This is an optimization exercise on Yosys and OpenROAD, whose aim is small area, a short achievable clock period and few clock cycles, not a production implementation. The RTL was checked by simulation tests, not by an equivalence proof against the original design. Power is estimated from default activity; no workload was simulated.

==> flow/design.v (excerpt) <==
module mxquant (
    input  wire         clk,
    input  wire         rst,           
    input  wire         in_valid,
    output wire         in_ready,
    input  wire [127:0] in_x,          
    input  wire [7:0]   in_fmt,        
    input  wire [2:0]   in_round,
    input  wire         in_sat,
    input  wire         seed_load,
    input  wire [31:0]  seed,
    output reg          out_valid,
    output reg  [31:0]  out_e,         
    output reg  [7:0]   out_scale,
    output reg  [3:0]   out_sat
);
Settings: LEC_CHECK=0, CAP_MARGIN=40, CORE_MARGIN=2, CORE_UTILIZATION=40, CTS_CLUSTER_DIAMETER=120, CTS_CLUSTER_SIZE=25, SETUP_SLACK_MARGIN=1.5, SLEW_MARGIN=60; clock period 24.0 ns.
standard.sh (not shown) runs the stock make flow with config.mk's settings and CLKGATE_MAP_FILE= SYNTH_SCRIPT=/design/flow/synth_recipe.tcl, a recipe that flattens the netlist after the stock synthesis.
==> flow/flow/run.sh <==
#!/bin/bash
# The standard layout, with the port buffers made from plain buffers
# (sky130_fd_sc_hd__buf_2) instead of the delay buffers buffer_ports picks
# by default. Every input and output port still gets its own buffer.
set -e
export BUFFER_PORTS_ARGS="-buffer_cell sky130_fd_sc_hd__buf_2"
bash standard.sh > standard.log 2>&1
Testbench counts at the start, summed over its fixed seeds: cycles 96,088.
Next try:
--- a/flow/design.v
+++ b/flow/design.v
@@ -8,27 +8,12 @@
     input  wire [1:0]         el3,     
     input  wire [2:0]         rnd3,    
     input  wire [15:0]        u,       
     output reg  [7:0]         code,    
     output reg                f_sat    
 );
-    function gtu(input [15:0] a, input [15:0] b);
-        reg g, e;
-        integer n;
-        begin
-            g = 1'b0; e = 1'b1;
-            for (n = 15; n >= 0; n = n - 1) begin
-                g = g | (e & a[n] & ~b[n]);
-                e = e & ~(a[n] ^ b[n]);
-            end
-            gtu = g;
-        end
-    endfunction
-    function gts(input [10:0] a, input [10:0] b);
-        gts = gtu({5'd0, ~a[10], a[9:0]}, {5'd0, ~b[10], b[9:0]});
-    endfunction
     reg [31:0] p1_x;
     always @(posedge clk) p1_x <= x;
     wire        s    = p1_x[31];
     wire        inf  = p1_x[30:23] == 8'hFF;
     wire        sub  = p1_x[30:23] == 8'h00;
     wire [22:0] fm   = inf ? 23'h7F_FFFF : p1_x[22:0];
@@ -53,19 +38,19 @@
             default: mb2 = 2'd0;
         endcase
     end
     wire signed [10:0] tc   = mk2 - $signed({3'd0, ee});
     wire        [4:0]  pr   = sub ? lz : 5'd23;
     wire signed [10:0] pc   = $signed({6'd0, pr}) - $signed({9'd0, mb2});
-    wire               nrm  = el2 != 2'd3 && (sub ? gts({6'd0, lz}, ts2) : gts({3'd0, ee}, tn2));
+    wire               nrm  = el2 != 2'd3 && (sub ? $signed({6'd0, lz}) > ts2 : $signed({3'd0, ee}) > tn2);
     wire               far  = !nrm && tc[10:6] != 5'd0;     
     wire [5:0]         rs   = nrm ? pc[5:0] : tc[5:0];
     wire [39:0]        w    = far ? 40'd0 : {raw, 16'd0} >> rs;
     wire [5:0]         tzq  = {1'b0, tz} + 6'd16;
     wire               nz   = !sub || p1_x[22:0] != 23'd0;
-    wire               stk  = nz && (far || (nrm ? gtu({10'd0, pc[5:0]}, {10'd0, tzq}) : gtu({10'd0, tc[5:0]}, {10'd0, tzq})));
+    wire               stk  = nz && (far || (nrm ? pc[5:0] > tzq : tc[5:0] > tzq));
     wire signed [10:0] d    = pc - tc;
     reg        p2_s, p2_inf, p2_stk;
     reg [7:0]  p2_rq;
     reg [15:0] p2_d;
     reg [4:0]  p2_base;
     always @(posedge clk) begin
@@ -76,22 +61,22 @@
         p2_d    <= w[15:0];
         p2_base <= nrm ? d[4:0] : 5'd0;
     end
     wire        half    = p2_d[15];
     wire        below   = (|p2_d[14:0]) | p2_stk;
     wire        inexact = half | below;
-    wire        dcarry  = gtu(p2_d, ~u);    
+    wire [16:0] dsum    = {1'b0, p2_d} + {1'b0, u};
     reg up;
     always @(*) begin
         case (rnd3)
             3'd0: up = half & (below | p2_rq[0]);
             3'd1: up = half;
             3'd2: up = 1'b0;
             3'd3: up = inexact & ~p2_s;
             3'd4: up = inexact & p2_s;
-            3'd5: up = dcarry;
+            3'd5: up = dsum[16];
             default: up = 1'b0;
         endcase
     end
     wire       is_int = el3 == 2'd3;
     reg  [7:0] bs, sgnb;
     always @(*) begin
@@ -104,15 +89,15 @@
     end
     wire       neg = is_int & p2_s;
     wire [8:0] sum = {1'b0, neg ? ~p2_rq : p2_rq} + {1'b0, bs} + {8'd0, up ^ neg};
     reg ovf;
     always @(*) begin
         case (el3)
-            2'd0:    ovf = gtu({7'd0, sum}, 16'h007E);
-            2'd1:    ovf = gtu({7'd0, sum}, 16'h007B);
-            default: ovf = gtu({7'd0, sum}, 16'h0007);
+            2'd0:    ovf = sum > 9'h07E;
+            2'd1:    ovf = sum > 9'h07B;
+            default: ovf = sum > 9'h007;
         endcase
     end
     wire [7:0] maxbits = (el3 == 2'd0) ? 8'h7E : (el3 == 2'd1) ? 8'h7B : 8'h07;
     always @(*) begin
         f_sat = p2_inf;
         if (is_int) begin
@@ -188,23 +173,14 @@
             cfg_round <= in_round;
             cfg_sat   <= in_sat;
         end
     function [7:0] efld(input [31:0] v);    
         efld = (v[30:23] == 8'hFF) ? 8'hFE : v[30:23];
     endfunction
-    function gt8(input [7:0] a, input [7:0] b);
-        reg g, e;
-        integer n;
-        begin
-            g = 1'b0; e = 1'b1;
-            for (n = 7; n >= 0; n = n - 1) begin
-                g = g | (e & a[n] & ~b[n]);
-                e = e & ~(a[n] ^ b[n]);
-            end
-            gt8 = g;
-        end
+    function [7:0] max8(input [7:0] a, input [7:0] b);
+        max8 = (a > b) ? a : b;
     endfunction
     reg  [3:0] emax;
     always @(*) begin
         case (cfg_el)
             2'd0:    emax = 4'd8;
             2'd1:    emax = 4'd15;
@@ -236,14 +212,14 @@
     integer ci, cj;
     always @(*) begin
         mraw = 8'd0;
         for (ci = 0; ci < 5; ci = ci + 1) begin
             win = 1'b1;
             for (cj = 0; cj < 5; cj = cj + 1)
-                if (cj < ci)      win = win & gt8(cand[ci], cand[cj]);
-                else if (cj > ci) win = win & ~gt8(cand[cj], cand[ci]);
+                if (cj < ci)      win = win & (cand[ci] >  cand[cj]);
+                else if (cj > ci) win = win & (cand[ci] >= cand[cj]);
             mraw = mraw | (cand[ci] & {8{win}});
         end
     end
     wire [7:0] mfin = (mraw == 8'hFF) ? 8'hFE : mraw;
     always @(posedge clk)
         if (v0) begin
=> Power came out lower by 2.8%. Sequential power shrinks by about 3%. Sequential cell count does not change. Die area rose by 2.4%. Synthesized cell count climbs by 1.6%.
Testbench counts after the change, summed over its fixed seeds: cycles 96,088.

==> port drivers added, routing unchanged <==
How much do the figures lean on ideal ports? The routed layouts below were timed once more, with nothing changed but the port constraints.
Step 1, drivers: a clkbuf_16 drives clk and a buf_2 each remaining input, both assumed.
Step 2, shift: input delay + t, output delay - t, t = (earliest + latest rising clock arrival at the registers) / 2. This alone moves slack from input paths to output paths.
a / b / c = no drivers / after step 1 / after step 2; a / b = the first two.
run | t, ns | setup slack, ns | hold slack, ns
the first run | 0.800 | 17.500 / 17.500 / 16.833 | 0.290 / 0.290 / 0.290
the second run | 0.790 | 17.943 / 17.934 / 17.576 | 0.313 / 0.313 / 0.313
After both steps every run listed still meets setup and hold. The setup slack of the first run, which loses most, moves by 0.000 ns with the drivers and by -0.667 ns with both steps.
